Background: an optimization exercise with open tools, aiming at small area, a short achievable clock period and few clock cycles per item. Do not read the settings as production practice.
Only simulation tests tie the RTL to the original design; equivalence was not proved. No driver is modelled on the clock port, so clocking that relies on it looks cheaper here than on a real chip.

// rs_col_decoder
module rs_col_decoder (
    input  wire       clk,
    input  wire       rst,
    input  wire       in_valid,
    output wire       in_ready,
    input  wire [7:0] in_data,
    input  wire       in_erase,
    output reg        corr_valid,
    output reg  [7:0] corr_pos,
    output reg  [7:0] corr_val,
    output reg        res_valid,
    output reg        res_fail
);
    localparam integer M  = 7;      
    localparam integer N  = 35;     
    localparam integer D  = 33;     
    localparam [33*8-1:0] POWJ = {8'h9d, 8'hc0, 8'h60, 8'h30, 8'h18, 8'h0c, 8'h06, 8'h03, 8'h8f, 8'hc9, 8'hea, 8'h75, 8'hb4, 8'h5a, 8'h2d, 8'h98, 8'h4c, 8'h26, 8'h13, 8'h87, 8'hcd, 8'he8, 8'h74, 8'h3a, 8'h1d, 8'h80, 8'h40, 8'h20, 8'h10, 8'h08, 8'h04, 8'h02, 8'h01};
    localparam [7:0] ALPHA_247 = 8'h83;    
    localparam [7:0] ALPHA_INV = 8'h8e;    
    function [7:0] xa1(input [7:0] v);
        xa1 = {v[6:0], 1'b0} ^ (v[7] ? 8'h1d : 8'h00);
    endfunction
    function [63:0] mat(input [7:0] v);
        reg [7:0] t;
        integer q;
        begin
            t = v;
  ...
Size in the first run: about 2200 flip-flops.
==> flow/config.mk <==
export PLATFORM = sky130hd
export DESIGN_NAME = rs_col_decoder
export DESIGN_NICKNAME = rs_col_decoder
export VERILOG_FILES = /design/flow/design.v
export SDC_FILE = /design/flow/constraint.sdc
export NUM_CORES = 8
export LEC_CHECK = 0
export CAP_MARGIN = 20
export CORE_MARGIN = 2
export CORE_UTILIZATION = 70
export CTS_CLUSTER_DIAMETER = 100
export CTS_CLUSTER_SIZE = 30
export SLEW_MARGIN = 20
==> flow/constraint.sdc <==
create_clock -name core_clock -period 12.0 [get_ports {clk}]
set_input_delay 2.4000 -clock core_clock [delete_from_list [all_inputs] [get_ports {clk}]]
set_output_delay 2.4000 -clock core_clock [all_outputs]
set_load 0.01 [all_outputs]
standard.sh (not shown) runs the stock make flow with config.mk's settings and CLKGATE_MAP_FILE= SYNTH_SCRIPT=/design/flow/synth_recipe.tcl, a recipe that flattens the netlist after the stock synthesis.
==> flow/flow/run.sh <==
#!/bin/bash
# Standard layout with three changes:
#  - the port buffers of buffer_ports are buf_4,
#  - timing repair aims at a setup slack of 8.75 ns (the design runs well
#    below the 12 ns clock),
#  - clock tree synthesis adds no dummy loads.
export BUFFER_PORTS_ARGS="-buffer_cell sky130_fd_sc_hd__buf_4"
export SETUP_SLACK_MARGIN=8.75
export CTS_ARGS="-sink_clustering_enable -repair_clock_nets -sink_clustering_size 30 -sink_clustering_max_diameter 100 -dont_use_dummy_load"
bash standard.sh > standard.log 2>&1
Testbench counts at the start, summed over its fixed seeds: cycles 203,246, columns 800.
Change:
--- a/flow/flow/run.sh
+++ b/flow/flow/run.sh
@@ -7,4 +7,4 @@
 export BUFFER_PORTS_ARGS="-buffer_cell sky130_fd_sc_hd__buf_4"
 export SETUP_SLACK_MARGIN=8.75
-export CTS_ARGS="-sink_clustering_enable -repair_clock_nets -sink_clustering_size 30 -sink_clustering_max_diameter 100 -dont_use_dummy_load"
+export CTS_ARGS="-sink_clustering_enable -repair_clock_nets -sink_clustering_size 25 -sink_clustering_max_diameter 80 -dont_use_dummy_load"
 bash standard.sh > standard.log 2>&1
CTS_CLUSTER_DIAMETER = 80   (was 100)
CTS_CLUSTER_SIZE = 25   (was 30)
Result: The changed run ran to the end with no violations; area after synthesis does not change; design area rose by 0.56%; sequential share of layout area is lower by 0.26 points.
Change:
--- a/flow/flow/run.sh
+++ b/flow/flow/run.sh
@@ -7,4 +7,4 @@
 export BUFFER_PORTS_ARGS="-buffer_cell sky130_fd_sc_hd__buf_4"
 export SETUP_SLACK_MARGIN=8.75
-export CTS_ARGS="-sink_clustering_enable -repair_clock_nets -sink_clustering_size 25 -sink_clustering_max_diameter 80 -dont_use_dummy_load"
+export CTS_ARGS="-sink_clustering_enable -repair_clock_nets -sink_clustering_size 30 -sink_clustering_max_diameter 60 -dont_use_dummy_load"
 bash standard.sh > standard.log 2>&1
CTS_CLUSTER_DIAMETER = 60   (was 80)
CTS_CLUSTER_SIZE = 30   (was 25)
After rerunning: Worst setup slack degrades by 0.025 ns; routed wire length barely changes; area after synthesis stays the same; die area does not change; utilization went up by 0.46 points; hold slack got worse by 0.0059 ns.

-- port drivers added, routing unchanged --
In the flow no input, the clock included, has a driving cell. The finished layouts below were timed again as built, in two steps.
Step 1 sets driving cells, clkbuf_16 on the clock port and buf_2 on the other inputs (assumed; they add their load-dependent delay and slew).
Step 2 also shifts input and output timing later by t, the mid clock arrival at the registers, as if the neighbouring blocks saw the same clock.
Slacks: ideal ports / drivers / drivers and shift; pairs: ideal ports / drivers.
run | t (ns) | slack for setup (ns) | worst hold slack (ns) | clock arrival spread, ns
the first run | 0.815 | 8.348 / 8.259 / 8.033 | 0.290 / 0.290 / 0.290 | 0.110 / 0.111
the second run | 0.818 | 8.343 / 8.254 / 8.075 | 0.260 / 0.260 / 0.260 | 0.153 / 0.153
the third run | 0.848 | 8.318 / 8.229 / 8.059 | 0.254 / 0.254 / 0.254 | 0.134 / 0.134
After both steps every run listed still meets setup and hold. For the first run, which loses most, drivers alone change the setup slack by -0.089 ns; drivers and shift together by -0.315 ns.
